Background: an optimization exercise with open tools, aiming at small area. Do not read the settings as production practice. The RTL was checked by simulation tests, not by an equivalence proof against the original design. No activity file was given, so power comes from the tool's default toggle rates.

<file path="design/flow/run.sh">
#!/bin/bash
# synth_recipe.tcl (not shown) runs the flow's synth.tcl, then flattens the netlist and writes it again
# the make line also repeats each setting of config.mk as NAME=value (left out here)
make -C /OpenROAD-flow-scripts/flow DESIGN_CONFIG=/design/flow/config.mk WORK_HOME=/design/flow/orfs CLKGATE_MAP_FILE= SYNTH_SCRIPT=/design/flow/synth_recipe.tcl finish
</file>
<file path="design/flow/config.mk">
export PLATFORM = sky130hd
export DESIGN_NAME = dc_accel
export DESIGN_NICKNAME = dc_accel
export VERILOG_FILES = /design/flow/design.v
export SDC_FILE = /design/flow/constraint.sdc
export NUM_CORES = 4
export LEC_CHECK = 0
export CAP_MARGIN = 20
export CORE_MARGIN = 2
export CORE_UTILIZATION = 40
export SLEW_MARGIN = 20
</file>
<file path="design/flow/constraint.sdc">
create_clock -name core_clock -period 40.0 [get_ports {clk}]
set_input_delay 8.0000 -clock core_clock [delete_from_list [all_inputs] [get_ports {clk}]]
set_output_delay 8.0000 -clock core_clock [all_outputs]
set_load 0.01 [all_outputs]
</file>
<file path="design/flow/design.v">
module dc_lane (
    input  wire        clk,
    input  wire        rst,
    input  wire [16:0] tstamp,
    input  wire        mod_bit,
    input  wire        demod_neg,
    input  wire        restart_req,
    input  wire        ts_slow,
    input  wire [15:0] h0,
    input  wire [17:0] h1,
    input  wire [17:0] h2,
    input  wire [15:0] h3,
    output wire        sw_valid,
    output wire [11:0] coarse,
    output wire        coarse_sat,
    output wire        coarse_first,
    output wire [34:0] hb,
    output wire        ts_valid,
    output wire [15:0] ts_sample,
    output wire        ts_sat,
    output wire        ts_first
);
    wire [5:0] r  = tstamp[5:0];
    wire       r0 = (r == 6'd0);
    wire       swap_inst = r0 && !tstamp[6];
    reg        pend, m_slow, tsarm, tsdone, fresh;
    reg  [3:0] k;             
    wire do_restart = pend && swap_inst;
    wire ts_inst = r0 && ((tstamp[16:6] == 11'd0) ||
                          (!m_slow && tstamp[16:6] == 11'd960));
    reg ev_l, clrE_l, clrO_l, swp_l, swf_l, tsi_l, tsp_l, tsf_l, fresh_l, s_l;
    always @(posedge clk) begin
        if (rst) begin
            pend <= 1'b0; m_slow <= ts_slow; tsarm <= 1'b0; tsdone <= 1'b0;
            fresh <= 1'b1; k <= 4'd0;
            swp_l <= 1'b0; tsp_l <= 1'b0;
        end else begin
            pend <= restart_req | (pend & ~do_restart);
            if (r0) begin
                ev_l    <= !tstamp[6];
                clrE_l  <= !tstamp[6] && (do_restart || k == 4'd0);
                clrO_l  <= tstamp[6] && (k == 4'd1);
                swp_l   <= !tstamp[6] && (k >= 4'd8);
                swf_l   <= (k == 4'd8);
                tsi_l   <= ts_inst;
                tsp_l   <= ts_inst && tsarm;
                tsf_l   <= !tsdone;
                fresh_l <= fresh;
                s_l     <= !m_slow;
                fresh   <= ts_inst || do_restart;
                if (do_restart) begin
                    k      <= 4'd1;
                    m_slow <= ts_slow;
                    tsarm  <= 1'b0;
                    tsdone <= 1'b0;
                end else begin
                    if (k != 4'd9) k <= k + 4'd1;
                    if (ts_inst && k >= 4'd4) tsarm <= 1'b1;
                    if (ts_inst && tsarm) tsdone <= 1'b1;
                end
            end
        end
    end
    wire b = mod_bit ^ demod_neg;
    reg [24:0] A;
    reg [23:0] B;
    reg [22:0] C;
    reg [19:0] D;
    wire [24:0] a_base = r0 ? (do_restart ? 25'd0 : {1'b0, B}) : A;
    wire [23:0] b_base = r0 ? (do_restart ? 24'd0 : {1'b0, C}) : B;
    wire [22:0] c_base = r0 ? (do_restart ? 23'd0 : {3'b0, D}) : C;
    wire [19:0] d_base = r0 ? 20'd0 : D;
    always @(posedge clk) begin
        if (rst) begin
            A <= 25'd0; B <= 24'd0; C <= 23'd0; D <= 20'd0;
        end else begin
            A <= a_base + (b ? {9'd0, h0} : 25'd0);
            B <= b_base + (b ? {6'd0, h1} : 24'd0);
            C <= c_base + (b ? {5'd0, h2} : 23'd0);
            D <= d_base + (b ? {4'd0, h3} : 20'd0);
        end
    end
    wire        accept = (k >= 4'd5);
    wire [24:0] u = accept ? {A[24] | A[23], ~A[23], A[22:0]} : 25'h1000000;
    reg [24:0] Y;             
    always @(posedge clk)
        Y <= r0 ? u : {1'b0, Y[24:1]};
    wire zs = Y[0];
    reg [63:0] R1, R2, R3, RH, RT;
    wire g25 = (r >= 6'd1) && (r <= 6'd25);
    wire e1 = R1[0]  & g25;
    wire e2 = R1[25] & g25;
    wire e3 = R2[0]  & g25;
    wire e4 = R2[25] & g25;
    wire e5 = R3[0]  & g25;
    wire o1 = R3[25] & g25;
    wire o3 = RT[35] & g25;
    wire o5 = RH[34] & g25;
    wire o8 = RH[26] & (r >= 6'd9) & (r <= 6'd33);    
    wire zp = (r == 6'd25);                           
    wire c_init = (r == 6'd63);
    reg ca, cb, cc, cx1, cx2, cx3, cx, cy3, ch2, ch, cs1, cs2, cs3, ccr, cn;
    reg bd1, bd2, bd3, cd1, cd2, cd3, cd4, cd5, xd1, zsd;
    wire sa  = zs ^ e5 ^ ca;   wire na  = (zs & e5) | (ca & (zs ^ e5));
    wire sb  = e1 ^ e4 ^ cb;   wire nb  = (e1 & e4) | (cb & (e1 ^ e4));
    wire sc  = e2 ^ e3 ^ cc;   wire nc  = (e2 & e3) | (cc & (e2 ^ e3));
    wire nbd3 = ~bd3;
    wire sx1 = sa ^ nbd3 ^ cx1; wire nx1 = (sa & nbd3) | (cx1 & (sa ^ nbd3));
    wire sx2 = sx1 ^ cd5 ^ cx2; wire nx2 = (sx1 & cd5) | (cx2 & (sx1 ^ cd5));
    wire sx3 = sx2 ^ cd4 ^ cx3; wire nx3 = (sx2 & cd4) | (cx3 & (sx2 ^ cd4));
    wire sx  = sx3 ^ cd1 ^ cx;  wire nx  = (sx3 & cd1) | (cx & (sx3 ^ cd1));
    wire sy3 = sx ^ xd1 ^ cy3;  wire ny3 = (sx & xd1) | (cy3 & (sx ^ xd1));
    wire nsb = ~sb;
    wire sh2 = sy3 ^ nsb ^ ch2; wire nh2 = (sy3 & nsb) | (ch2 & (sy3 ^ nsb));
    wire sh  = sh2 ^ o8 ^ ch;   wire nh  = (sh2 & o8) | (ch & (sh2 ^ o8));
    wire ss1 = zs ^ o1 ^ cs1;   wire ns1 = (zs & o1) | (cs1 & (zs ^ o1));
    wire ss2 = e1 ^ o3 ^ cs2;   wire ns2 = (e1 & o3) | (cs2 & (e1 ^ o3));
    wire ss3 = ss1 ^ ss2 ^ cs3; wire ns3 = (ss1 & ss2) | (cs3 & (ss1 ^ ss2));
    wire k12 = (r == 6'd13);
    wire scr = ss3 ^ k12 ^ ccr; wire ncr = (ss3 & k12) | (ccr & (ss3 ^ k12));
    localparam [34:0] KTS = 35'h08001E000;
    wire g35  = (r >= 6'd1) && (r <= 6'd35);
    wire [5:0] ri = r - 6'd1;
    wire kbit = KTS[ri];
    wire accb = (fresh_l ? kbit : RT[0]) & g35;
    wire su   = s_l ? zsd : zs;
    wire sn   = accb ^ su ^ cn;  wire nn = (accb & su) | (cn & (accb ^ su));
    always @(posedge clk) begin
        zsd <= zs;
        bd1 <= sb;  bd2 <= bd1; bd3 <= bd2;
        cd1 <= sc;  cd2 <= cd1; cd3 <= cd2; cd4 <= cd3; cd5 <= cd4;
        xd1 <= sx;
        if (c_init) begin
            ca <= 1'b0; cb <= 1'b0; cc <= 1'b0; cx1 <= 1'b1; cx2 <= 1'b0;
            cx3 <= 1'b0; cx <= 1'b0; cy3 <= 1'b0; ch2 <= 1'b1; ch <= 1'b0;
            cs1 <= 1'b0; cs2 <= 1'b0; cs3 <= 1'b0; ccr <= 1'b0; cn <= 1'b0;
        end else begin
            ca <= na; cb <= nb; cc <= nc; cx1 <= nx1; cx2 <= nx2;
            cx3 <= nx3; cx <= nx; cy3 <= ny3; ch2 <= nh2; ch <= nh;
            cs1 <= ns1; cs2 <= ns2; cs3 <= ns3; ccr <= ncr; cn <= nn;
        end
    end
    reg zt, q12, qs;
    always @(posedge clk) begin
        if (r == 6'd1) zt <= ~scr;
        else if (r <= 6'd13) zt <= zt & ~scr;
        if (r == 6'd26) q12 <= scr;
        if (r == 6'd27) qs  <= ~scr;
    end
    reg z14, zhi, sgn, bx, bq;
    reg [3:0] rem;
    wire [1:0] jm = r[1:0] + 2'd1;                      
    wire [3:0] w  = (r == 6'd35) ? 4'd14 : (4'd1 << jm);
    wire [4:0] rs = {1'b0, (r == 6'd15) ? 4'd0 : rem} + (sn ? {1'b0, w} : 5'd0);
    wire [4:0] rm = (rs >= 5'd15) ? rs - 5'd15 : rs;
    wire tie = z14 && (rem == 4'd0) && (sgn || zhi);
    wire [3:0] cdiv = tie ? 4'd15 : rem;
    wire [5:0] jj = r - 6'd36;
    wire p2  = tsi_l && (r >= 6'd36) && (r <= 6'd56);
    wire nj  = RT[43];
    wire cj  = (jj < 6'd4) ? cdiv[jj[1:0]] : 1'b0;
    wire xj  = nj ^ cj ^ bx;     wire nbx = (~nj & (cj | bx)) | (cj & bx);
    wire q4  = RT[39] & (r >= 6'd40);
    wire qj  = q4 ^ xj ^ bq;     wire nbq = (~q4 & (xj | bq)) | (xj & bq);
    always @(posedge clk) begin
        if (r == 6'd1) z14 <= ~sn;
        else if (r <= 6'd14) z14 <= z14 & ~sn;
        if (r >= 6'd15 && r <= 6'd35) rem <= rm[3:0];
        if (r == 6'd15) zhi <= ~sn;
        else if (r <= 6'd35) zhi <= zhi & ~sn;
        if (r == 6'd35) sgn <= sn;
        if (r == 6'd35) begin
            bx <= 1'b0; bq <= 1'b0;
        end else begin
            bx <= nbx; bq <= nbq;
        end
    end
    wire agE = ev_l && g25;
    wire agO = !ev_l && g25;
    always @(posedge clk) begin
        R1 <= {R1[0], R1[63:1]};
        R2 <= {R2[0], R2[63:1]};
        R3 <= {R3[0], R3[63:1]};
        RH <= {RH[0], RH[63:1]};
        RT <= {RT[0], RT[63:1]};
        if (agE) begin
            R1[63] <= clrE_l ? zp : zs;
            R1[24] <= clrE_l ? zp : e1;
            R2[63] <= clrE_l ? zp : e2;
            R2[24] <= clrE_l ? zp : e3;
            R3[63] <= clrE_l ? zp : e4;
        end
        if (agO) begin
            R3[24] <= clrO_l ? zp : zs;
            RT[34] <= clrO_l ? zp : o1;
            RH[33] <= clrO_l ? zp : o3;
        end
        if (r >= 6'd14 && r <= 6'd25)
            R1[37] <= scr;
        if (r >= 6'd1 && r <= 6'd34)
            RH[63] <= sh;
        if (g35)
            RT[63] <= sn;
        if (p2)
            RT[42] <= qj;
    end
    assign sw_valid     = swp_l && (r == 6'd35);
    assign coarse_first = swf_l;
    assign hb = {~RH[63], RH[62:30], 1'b0};
    wire [11:0] qc = R1[28:17];
    wire qz  = (qc == 12'd0) && !q12 && !qs;
    wire tc  = zt && (qs || qz);
    wire shi = !qs && (q12 || qc[11]);
    wire slo = qs && (!(q12 && qc[11]) || (tc && qc[10:0] == 11'd0));
    assign coarse     = shi ? 12'h7FF : slo ? 12'h800 : (qc - {11'd0, tc});
    assign coarse_sat = shi || slo;
    wire [5:0] qhi = RT[42:37];
    wire tsat = !((qhi == 6'h00) || (qhi == 6'h3F));
    assign ts_valid  = tsp_l && (r == 6'd57);
    assign ts_sample = tsat ? (RT[42] ? 16'h8000 : 16'h7FFF) : RT[37:22];
    assign ts_sat    = tsat;
    assign ts_first  = tsf_l;
endmodule
module dc_accel (
    input  wire         clk,
    input  wire         rst,
    input  wire [2:0]   mod_bit,
    input  wire [2:0]   demod_neg,
    input  wire [2:0]   restart_req,
    input  wire [2:0]   ts_slow,
    output wire [2:0]   sw_valid,
    output wire [35:0]  coarse,
    output wire [2:0]   coarse_sat,
    output wire [2:0]   coarse_first,
    output wire [104:0] hb,
    output wire [2:0]   ts_valid,
    output wire [47:0]  ts_sample,
    output wire [2:0]   ts_sat,
    output wire [2:0]   ts_first
);
    reg [16:0] tstamp;      
    always @(posedge clk) begin
        if (rst)
            tstamp <= 17'd0;
        else
            tstamp <= (tstamp == 17'd122879) ? 17'd0 : tstamp + 17'd1;
    end
    function [15:0] coef0;
        input [5:0] r;
        case (r)
            6'd0: coef0 = 16'd45760;
            6'd1: coef0 = 16'd43680;
            6'd2: coef0 = 16'd41664;
            6'd3: coef0 = 16'd39711;
            6'd4: coef0 = 16'd37820;
            6'd5: coef0 = 16'd35990;
            6'd6: coef0 = 16'd34220;
            6'd7: coef0 = 16'd32509;
            6'd8: coef0 = 16'd30856;
            6'd9: coef0 = 16'd29260;
            6'd10: coef0 = 16'd27720;
            6'd11: coef0 = 16'd26235;
            6'd12: coef0 = 16'd24804;
            6'd13: coef0 = 16'd23426;
            6'd14: coef0 = 16'd22100;
            6'd15: coef0 = 16'd20825;
            6'd16: coef0 = 16'd19600;
            6'd17: coef0 = 16'd18424;
            6'd18: coef0 = 16'd17296;
            6'd19: coef0 = 16'd16215;
            6'd20: coef0 = 16'd15180;
            6'd21: coef0 = 16'd14190;
            6'd22: coef0 = 16'd13244;
            6'd23: coef0 = 16'd12341;
            6'd24: coef0 = 16'd11480;
            6'd25: coef0 = 16'd10660;
            6'd26: coef0 = 16'd9880;
            6'd27: coef0 = 16'd9139;
            6'd28: coef0 = 16'd8436;
            6'd29: coef0 = 16'd7770;
            6'd30: coef0 = 16'd7140;
            6'd31: coef0 = 16'd6545;
            6'd32: coef0 = 16'd5984;
            6'd33: coef0 = 16'd5456;
            6'd34: coef0 = 16'd4960;
            6'd35: coef0 = 16'd4495;
            6'd36: coef0 = 16'd4060;
            6'd37: coef0 = 16'd3654;
            6'd38: coef0 = 16'd3276;
            6'd39: coef0 = 16'd2925;
            6'd40: coef0 = 16'd2600;
            6'd41: coef0 = 16'd2300;
            6'd42: coef0 = 16'd2024;
            6'd43: coef0 = 16'd1771;
            6'd44: coef0 = 16'd1540;
            6'd45: coef0 = 16'd1330;
            6'd46: coef0 = 16'd1140;
            6'd47: coef0 = 16'd969;
            6'd48: coef0 = 16'd816;
            6'd49: coef0 = 16'd680;
            6'd50: coef0 = 16'd560;
            6'd51: coef0 = 16'd455;
            6'd52: coef0 = 16'd364;
            6'd53: coef0 = 16'd286;
            6'd54: coef0 = 16'd220;
            6'd55: coef0 = 16'd165;
            6'd56: coef0 = 16'd120;
            6'd57: coef0 = 16'd84;
            6'd58: coef0 = 16'd56;
            6'd59: coef0 = 16'd35;
            6'd60: coef0 = 16'd20;
            6'd61: coef0 = 16'd10;
            6'd62: coef0 = 16'd4;
            6'd63: coef0 = 16'd1;
            default: coef0 = 16'd0;
        endcase
    endfunction
    function [17:0] coef1;
        input [5:0] r;
        case (r)
            6'd0: coef1 = 18'd174720;
            6'd1: coef1 = 18'd174784;
            6'd2: coef1 = 18'd174720;
            6'd3: coef1 = 18'd174531;
            6'd4: coef1 = 18'd174220;
            6'd5: coef1 = 18'd173790;
            6'd6: coef1 = 18'd173244;
            6'd7: coef1 = 18'd172585;
            6'd8: coef1 = 18'd171816;
            6'd9: coef1 = 18'd170940;
            6'd10: coef1 = 18'd169960;
            6'd11: coef1 = 18'd168879;
            6'd12: coef1 = 18'd167700;
            6'd13: coef1 = 18'd166426;
            6'd14: coef1 = 18'd165060;
            6'd15: coef1 = 18'd163605;
            6'd16: coef1 = 18'd162064;
            6'd17: coef1 = 18'd160440;
            6'd18: coef1 = 18'd158736;
            6'd19: coef1 = 18'd156955;
            6'd20: coef1 = 18'd155100;
            6'd21: coef1 = 18'd153174;
            6'd22: coef1 = 18'd151180;
            6'd23: coef1 = 18'd149121;
            6'd24: coef1 = 18'd147000;
            6'd25: coef1 = 18'd144820;
            6'd26: coef1 = 18'd142584;
            6'd27: coef1 = 18'd140295;
            6'd28: coef1 = 18'd137956;
            6'd29: coef1 = 18'd135570;
            6'd30: coef1 = 18'd133140;
            6'd31: coef1 = 18'd130669;
            6'd32: coef1 = 18'd128160;
            6'd33: coef1 = 18'd125616;
            6'd34: coef1 = 18'd123040;
            6'd35: coef1 = 18'd120435;
            6'd36: coef1 = 18'd117804;
            6'd37: coef1 = 18'd115150;
            6'd38: coef1 = 18'd112476;
            6'd39: coef1 = 18'd109785;
            6'd40: coef1 = 18'd107080;
            6'd41: coef1 = 18'd104364;
            6'd42: coef1 = 18'd101640;
            6'd43: coef1 = 18'd98911;
            6'd44: coef1 = 18'd96180;
            6'd45: coef1 = 18'd93450;
            6'd46: coef1 = 18'd90724;
            6'd47: coef1 = 18'd88005;
            6'd48: coef1 = 18'd85296;
            6'd49: coef1 = 18'd82600;
            6'd50: coef1 = 18'd79920;
            6'd51: coef1 = 18'd77259;
            6'd52: coef1 = 18'd74620;
            6'd53: coef1 = 18'd72006;
            6'd54: coef1 = 18'd69420;
            6'd55: coef1 = 18'd66865;
            6'd56: coef1 = 18'd64344;
            6'd57: coef1 = 18'd61860;
            6'd58: coef1 = 18'd59416;
            6'd59: coef1 = 18'd57015;
            6'd60: coef1 = 18'd54660;
            6'd61: coef1 = 18'd52354;
            6'd62: coef1 = 18'd50100;
            6'd63: coef1 = 18'd47901;
            default: coef1 = 18'd0;
        endcase
    endfunction
    function [17:0] coef2;
        input [5:0] r;
        case (r)
            6'd0: coef2 = 18'd41664;
            6'd1: coef2 = 18'd43680;
            6'd2: coef2 = 18'd45760;
            6'd3: coef2 = 18'd47901;
            6'd4: coef2 = 18'd50100;
            6'd5: coef2 = 18'd52354;
            6'd6: coef2 = 18'd54660;
            6'd7: coef2 = 18'd57015;
            6'd8: coef2 = 18'd59416;
            6'd9: coef2 = 18'd61860;
            6'd10: coef2 = 18'd64344;
            6'd11: coef2 = 18'd66865;
            6'd12: coef2 = 18'd69420;
            6'd13: coef2 = 18'd72006;
            6'd14: coef2 = 18'd74620;
            6'd15: coef2 = 18'd77259;
            6'd16: coef2 = 18'd79920;
            6'd17: coef2 = 18'd82600;
            6'd18: coef2 = 18'd85296;
            6'd19: coef2 = 18'd88005;
            6'd20: coef2 = 18'd90724;
            6'd21: coef2 = 18'd93450;
            6'd22: coef2 = 18'd96180;
            6'd23: coef2 = 18'd98911;
            6'd24: coef2 = 18'd101640;
            6'd25: coef2 = 18'd104364;
            6'd26: coef2 = 18'd107080;
            6'd27: coef2 = 18'd109785;
            6'd28: coef2 = 18'd112476;
            6'd29: coef2 = 18'd115150;
            6'd30: coef2 = 18'd117804;
            6'd31: coef2 = 18'd120435;
            6'd32: coef2 = 18'd123040;
            6'd33: coef2 = 18'd125616;
            6'd34: coef2 = 18'd128160;
            6'd35: coef2 = 18'd130669;
            6'd36: coef2 = 18'd133140;
            6'd37: coef2 = 18'd135570;
            6'd38: coef2 = 18'd137956;
            6'd39: coef2 = 18'd140295;
            6'd40: coef2 = 18'd142584;
            6'd41: coef2 = 18'd144820;
            6'd42: coef2 = 18'd147000;
            6'd43: coef2 = 18'd149121;
            6'd44: coef2 = 18'd151180;
            6'd45: coef2 = 18'd153174;
            6'd46: coef2 = 18'd155100;
            6'd47: coef2 = 18'd156955;
            6'd48: coef2 = 18'd158736;
            6'd49: coef2 = 18'd160440;
            6'd50: coef2 = 18'd162064;
            6'd51: coef2 = 18'd163605;
            6'd52: coef2 = 18'd165060;
            6'd53: coef2 = 18'd166426;
            6'd54: coef2 = 18'd167700;
            6'd55: coef2 = 18'd168879;
            6'd56: coef2 = 18'd169960;
            6'd57: coef2 = 18'd170940;
            6'd58: coef2 = 18'd171816;
            6'd59: coef2 = 18'd172585;
            6'd60: coef2 = 18'd173244;
            6'd61: coef2 = 18'd173790;
            6'd62: coef2 = 18'd174220;
            6'd63: coef2 = 18'd174531;
            default: coef2 = 18'd0;
        endcase
    endfunction
    function [15:0] coef3;
        input [5:0] r;
        case (r)
            6'd0: coef3 = 16'd0;
            6'd1: coef3 = 16'd0;
            6'd2: coef3 = 16'd0;
            6'd3: coef3 = 16'd1;
            6'd4: coef3 = 16'd4;
            6'd5: coef3 = 16'd10;
            6'd6: coef3 = 16'd20;
            6'd7: coef3 = 16'd35;
            6'd8: coef3 = 16'd56;
            6'd9: coef3 = 16'd84;
            6'd10: coef3 = 16'd120;
            6'd11: coef3 = 16'd165;
            6'd12: coef3 = 16'd220;
            6'd13: coef3 = 16'd286;
            6'd14: coef3 = 16'd364;
            6'd15: coef3 = 16'd455;
            6'd16: coef3 = 16'd560;
            6'd17: coef3 = 16'd680;
            6'd18: coef3 = 16'd816;
            6'd19: coef3 = 16'd969;
            6'd20: coef3 = 16'd1140;
            6'd21: coef3 = 16'd1330;
            6'd22: coef3 = 16'd1540;
            6'd23: coef3 = 16'd1771;
            6'd24: coef3 = 16'd2024;
            6'd25: coef3 = 16'd2300;
            6'd26: coef3 = 16'd2600;
            6'd27: coef3 = 16'd2925;
            6'd28: coef3 = 16'd3276;
            6'd29: coef3 = 16'd3654;
            6'd30: coef3 = 16'd4060;
            6'd31: coef3 = 16'd4495;
            6'd32: coef3 = 16'd4960;
            6'd33: coef3 = 16'd5456;
            6'd34: coef3 = 16'd5984;
            6'd35: coef3 = 16'd6545;
            6'd36: coef3 = 16'd7140;
            6'd37: coef3 = 16'd7770;
            6'd38: coef3 = 16'd8436;
            6'd39: coef3 = 16'd9139;
            6'd40: coef3 = 16'd9880;
            6'd41: coef3 = 16'd10660;
            6'd42: coef3 = 16'd11480;
            6'd43: coef3 = 16'd12341;
            6'd44: coef3 = 16'd13244;
            6'd45: coef3 = 16'd14190;
            6'd46: coef3 = 16'd15180;
            6'd47: coef3 = 16'd16215;
            6'd48: coef3 = 16'd17296;
            6'd49: coef3 = 16'd18424;
            6'd50: coef3 = 16'd19600;
            6'd51: coef3 = 16'd20825;
            6'd52: coef3 = 16'd22100;
            6'd53: coef3 = 16'd23426;
            6'd54: coef3 = 16'd24804;
            6'd55: coef3 = 16'd26235;
            6'd56: coef3 = 16'd27720;
            6'd57: coef3 = 16'd29260;
            6'd58: coef3 = 16'd30856;
            6'd59: coef3 = 16'd32509;
            6'd60: coef3 = 16'd34220;
            6'd61: coef3 = 16'd35990;
            6'd62: coef3 = 16'd37820;
            6'd63: coef3 = 16'd39711;
            default: coef3 = 16'd0;
        endcase
    endfunction
    wire [15:0] h0 = coef0(tstamp[5:0]);
    wire [17:0] h1 = coef1(tstamp[5:0]);
    wire [17:0] h2 = coef2(tstamp[5:0]);
    wire [15:0] h3 = coef3(tstamp[5:0]);
    genvar g;
    generate
        for (g = 0; g < 3; g = g + 1) begin : lane
            dc_lane u_lane (
                .clk          (clk),
                .rst          (rst),
                .tstamp       (tstamp),
                .mod_bit      (mod_bit[g]),
                .demod_neg    (demod_neg[g]),
                .restart_req  (restart_req[g]),
                .ts_slow      (ts_slow[g]),
                .h0           (h0),
                .h1           (h1),
                .h2           (h2),
                .h3           (h3),
                .sw_valid     (sw_valid[g]),
                .coarse       (coarse[12*g +: 12]),
                .coarse_sat   (coarse_sat[g]),
                .coarse_first (coarse_first[g]),
                .hb           (hb[35*g +: 35]),
                .ts_valid     (ts_valid[g]),
                .ts_sample    (ts_sample[16*g +: 16]),
                .ts_sat       (ts_sat[g]),
                .ts_first     (ts_first[g])
            );
        end
    endgenerate
endmodule
</file>
==> flow_metrics.tcl <==
set metrics [dict create \
    status "complete, no violations" \
    vias_per_cell 5.13 \
    finalHoldViolations 0 \
    rr_endpoint "lane[2].u_lane.RH[63]" \
    finish.instance_area_um2 68200 \
    period_share_pct 30.5 \
    p_comb_share_pct 11.5 \
    r2r_start "tstamp[0]" \
    routabilityCongestion 0.939 \
    final_cell_mix "1502 x dfxtp_1, 658 x nand2_1, 523 x nor2_1, 394 x a21oi_1, 307 x and2_1" \
    layout-drive-gt1-share_pct 6.20 \
    p_switching_mw 0.925 \
    postCtsSetupBuffers 0 \
    holdBufCountCts 0 \
    dpl.hpwl_um 107000 \
    min_delay_worst_endpoint "lane[0].u_lane.R2[23]" \
    rows 141 \
    chipWidth_um 390 \
    cap_violations 0 \
    synth.area.mux_share_pct 1.01 \
    grt_pass1_vias 40126 \
    clock-sinks 1557 \
    die-area_um2 152000 \
    pre_cts_ws_ns 27.66 \
    p_clk_share_pct 42.1 \
    cp-start-kind "flop" \
    die_y_um 390 \
    hold_start "lane[0].u_lane.R2[24]" \
    syn_area_um2 59500 \
    ioPinCount 221 \
    drc 0 \
    synthToLayoutAreaGrowth_pct 14.6 \
    root_buffer "clkbuf_16" \
    cts_max_level 4 \
    synthSimpleGateAreaFrac_pct 16.0 \
    stdcell_count 8124 \
    numPortBuffers 217 \
    synth_fa_ha_area_share_pct 7.82 \
    nFillCells 13855 \
    synth_seq_cells 1557 \
    synth_edf_count 55 \
    wl_per_cell_um 19.0 \
    leakage_nw 28.5 \
    hold_depth 0 \
    finalMaxSlewViolations 0 \
    fmax_ghz 0.0820 \
    switching_share_pct 25.7 \
    critPathArrivalTime_ns 4.19 \
    seq_area_frac_synth_pct 53.3 \
    coreArea_um2 148000 \
    seqPwrFrac_pct 46.4 \
    synthXorXnorAreaFrac_pct 4.09 \
    worstPathRequired_ns 32.00 \
    clockBufferDepth 3 \
    reg2reg_depth 19 \
    fin_crit_ns 12.19 \
    gr-total-overflow 0 \
    ys_warn_count 2 \
    powerDensity_nw_per_um2 52.7 \
    max_slew_margin_pct 25.0 \
    cts_resized 0 \
    synth_cell_types 91 \
    numCtsBuffers 159 \
    cp_cell_sequence "or4_1 > nor4_1 > nand4_1 > nand2_1 > ha_1 > ha_1 > nor3b_1 > nand2_1 > xor2_1 > o21ai_0 > clkdlybuf4s50_1" \
    path_class "flop to output port" \
    antenna_found_initial 5 \
    postRouteAntennaNets 0 \
    grt_start_max_net_pins 194 \
    syn_area_per_cell_um2 9.87 \
    setup_slack_ns 27.81 \
    synthFlopType "dfxtp_1" \
    cts_tree "built" \
    endpoint_kind "output port" \
    worst_pin_slew_ns 1.12 \
    placed_cells 7831 \
    routed_wl_um 154000 \
    ir_drop_uv 43.4 \
    grtUsageTotal_pct 20.0 \
    place_area_um2 62600 \
    synth_compound_area_share_pct 13.4 \
    setup_viol 0 \
    grt_pass1_wl_um 238000 \
    finalClockSkew_ns 0.0771 \
    rsz0062_at_grt "false" \
    final_nets 6408 \
    r2r_slack_ns 32.72 \
    critical_path_buf_inv_count 1 \
    crit_path_top_delay_cell "or4_1" \
    synthCells 6025 \
    dr.pass1.iters 5 \
    slowest_delay_ns 0.60 \
    async_flop_share_pct 0 \
    vias 41708 \
    path_delay_family "simple AND/OR/NAND/NOR gates" \
    fin_tns_setup_ns 0 \
    start_util_pct 40.3 \
    critPathMaxFanout 4 \
    mostFrequentLayoutCell "dfxtp_1" \
    worstSkewPairLatency_ns 0.81 \
    synth_top_family_by_area "simple AND/OR/NAND/NOR gates" \
    hp-class "flop to flop" \
    clk_pin_slew_ns 0.06 \
    internal_power_mw 2.67 \
    drtIter0Drc 3148 \
]
==> power groups by stage <==
stage	clock network [mW]	registers [mW]	logic, mW
finish	1.51	1.67	0.415
global route	1.62	1.67	0.454
CTS	1.55	1.67	0.413
detailed placement	0	1.70	0.411
global placement	0	1.70	0.410
floorplan	0	1.68	0.288
==> how the worst max path moves through the flow <==
stage | slack [ns] | cells after the start | start | end
after floorplan | 28.91 | 13 | demod_neg[1] | lane[1].u_lane.B[23]
after CTS | 27.53 | 11 | lane[1].u_lane.q12 | coarse[23]
after global placement | 27.68 | 15 | demod_neg[2] | lane[2].u_lane.A[22]
final | 27.81 | 11 | lane[0].u_lane.R1[24] | coarse[10]
after global routing | 27.36 | 11 | lane[0].u_lane.R1[24] | coarse[6]
after detailed placement | 27.66 | 15 | demod_neg[2] | lane[2].u_lane.A[22]
==> worst register-to-register path, cell delays in order, from the launching register on <==
cell      delay [ns]
dfxtp_1         0.37
buf_4           0.46
clkinv_1        0.76
ha_1            0.61
nor2_1          0.22
o211ai_1        0.10
and3b_1         0.21
buf_4           0.22
nand2_1         0.12
fa_1            0.43
fa_1            0.49
inv_1           0.05
fa_1            0.49
fa_1            0.43
fa_1            0.53
fa_1            0.44
fa_1            0.57
inv_1           0.11
fa_1            0.51
a21oi_1         0.06
==> per-stage QoR <==
step	utilization, %	hold WS (ns)	power (mW)
2_1_floorplan	-	0.310	1.97
3_3_place_gp	42.4	0.310	2.11
3_5_place_dp	42.4	0.312	2.11
4_1_cts	46.2	0.264	3.64
5_1_grt	46.2	0.269	3.75
6_report	46.2	0.273	3.59
==> state kept, by name, summed over array words and instances (netlist names), 15 cells and up <==
| name | cells |
|---|---|
| lane.u_lane.A | 75 |
| lane.u_lane.RH | 192 |
| lane.u_lane.B | 72 |
| lane.u_lane.h3 | 15 |
| lane.u_lane.h0 | 16 |
| lane.u_lane.R1 | 192 |
| tstamp | 17 |
| lane.u_lane.D | 60 |
| lane.u_lane.h1 | 16 |
| lane.u_lane.RT | 192 |
| lane.u_lane.R2 | 192 |
| lane.u_lane.C | 69 |
| lane.u_lane.Y | 75 |
| lane.u_lane.R3 | 192 |
| lane.u_lane.h2 | 16 |
==> kinds of logic (layout without fill, tap and decap cells) <==
group	after synthesis	in the layout
adder cells (fa/ha/maj)	332	332
buffers and inverters	540	706
AND/OR/NAND/NOR	2017	2017
AO/OA/AOI/OAI	1248	1248
XOR/XNOR	276	276
multiplexers	54	54
other	1	4
flip-flops	1557	1557
==> synth_stat cells (all sizes together) (16+ instances only) <==
cell | count | area (µm²)
dfxtp | 1502 | 30100
nand2 | 660 | 2480
nor2 | 526 | 1980
a21oi | 395 | 1980
and2 | 307 | 1920
ha | 266 | 3330
o21ai | 260 | 1310
clkbuf | 214 | 803
buf | 188 | 1260
nand3 | 148 | 753
xnor2 | 143 | 1270
inv | 135 | 507
xor2 | 133 | 1160
a21o | 132 | 991
nor3 | 86 | 430
a22o | 72 | 631
fa | 66 | 1320
nor2b | 58 | 363
edfxtp | 55 | 1650
and3 | 51 | 319
a31oi | 46 | 288
o21a | 46 | 345
nand2b | 43 | 269
mux2i | 40 | 400
a211oi | 39 | 293
nand4 | 33 | 206
or3 | 30 | 188
o211ai | 28 | 234
a21boi | 23 | 173
o31ai | 21 | 158
nor4 | 18 | 143
o21bai | 17 | 128
o22ai | 17 | 106
a211o | 16 | 140
a22oi | 16 | 120
==> cell type report <==
| type | count | area (µm²) | share of cell area [%] |
|---|---|---|---|
| antenna | 1 | 2.50 | 0.00367 |
| clock buffer | 229 | 4560 | 6.69 |
| clock inverter | 63 | 958 | 1.41 |
| inverter | 138 | 518 | 0.760 |
| multi-input combinational | 3930 | 25400 | 37.2 |
| sequential | 1557 | 31700 | 46.5 |
| tap | 1930 | 2410 | 3.54 |
| timing repair buffer | 276 | 2630 | 3.86 |
==> per-layer routing <==
layer  GRT usage (%)  vias up  wire, µm
met5               0        -        29
met4            8.93        4      6600
met3            3.84      350      9740
met2            31.1     1345     67500
met1            27.1    19509     70100
li1                -    20500         -

-- port drivers added, routing unchanged --
Ports are ideal in the flow. The routed layout listed here was re-timed in OpenROAD. Step 1 sets driving cells, clkbuf_16 on the clock port and buf_2 on the other inputs (assumed; they add their load-dependent delay and slew). Step 2, shift: input delay + t, output delay - t, t = (earliest + latest rising clock arrival at the registers) / 2. This alone moves slack from input paths to output paths. Slacks: ideal ports / drivers / drivers and shift; pairs: ideal ports / drivers.
shift t [ns]: 0.853
setup slack, ns: 27.808 / 27.726 / 27.586
worst slew at a driven data input, ns: 0.07
After both steps setup and hold are still met in this run. For this run, drivers alone change the setup slack by -0.082 ns; drivers and shift together by -0.222 ns.
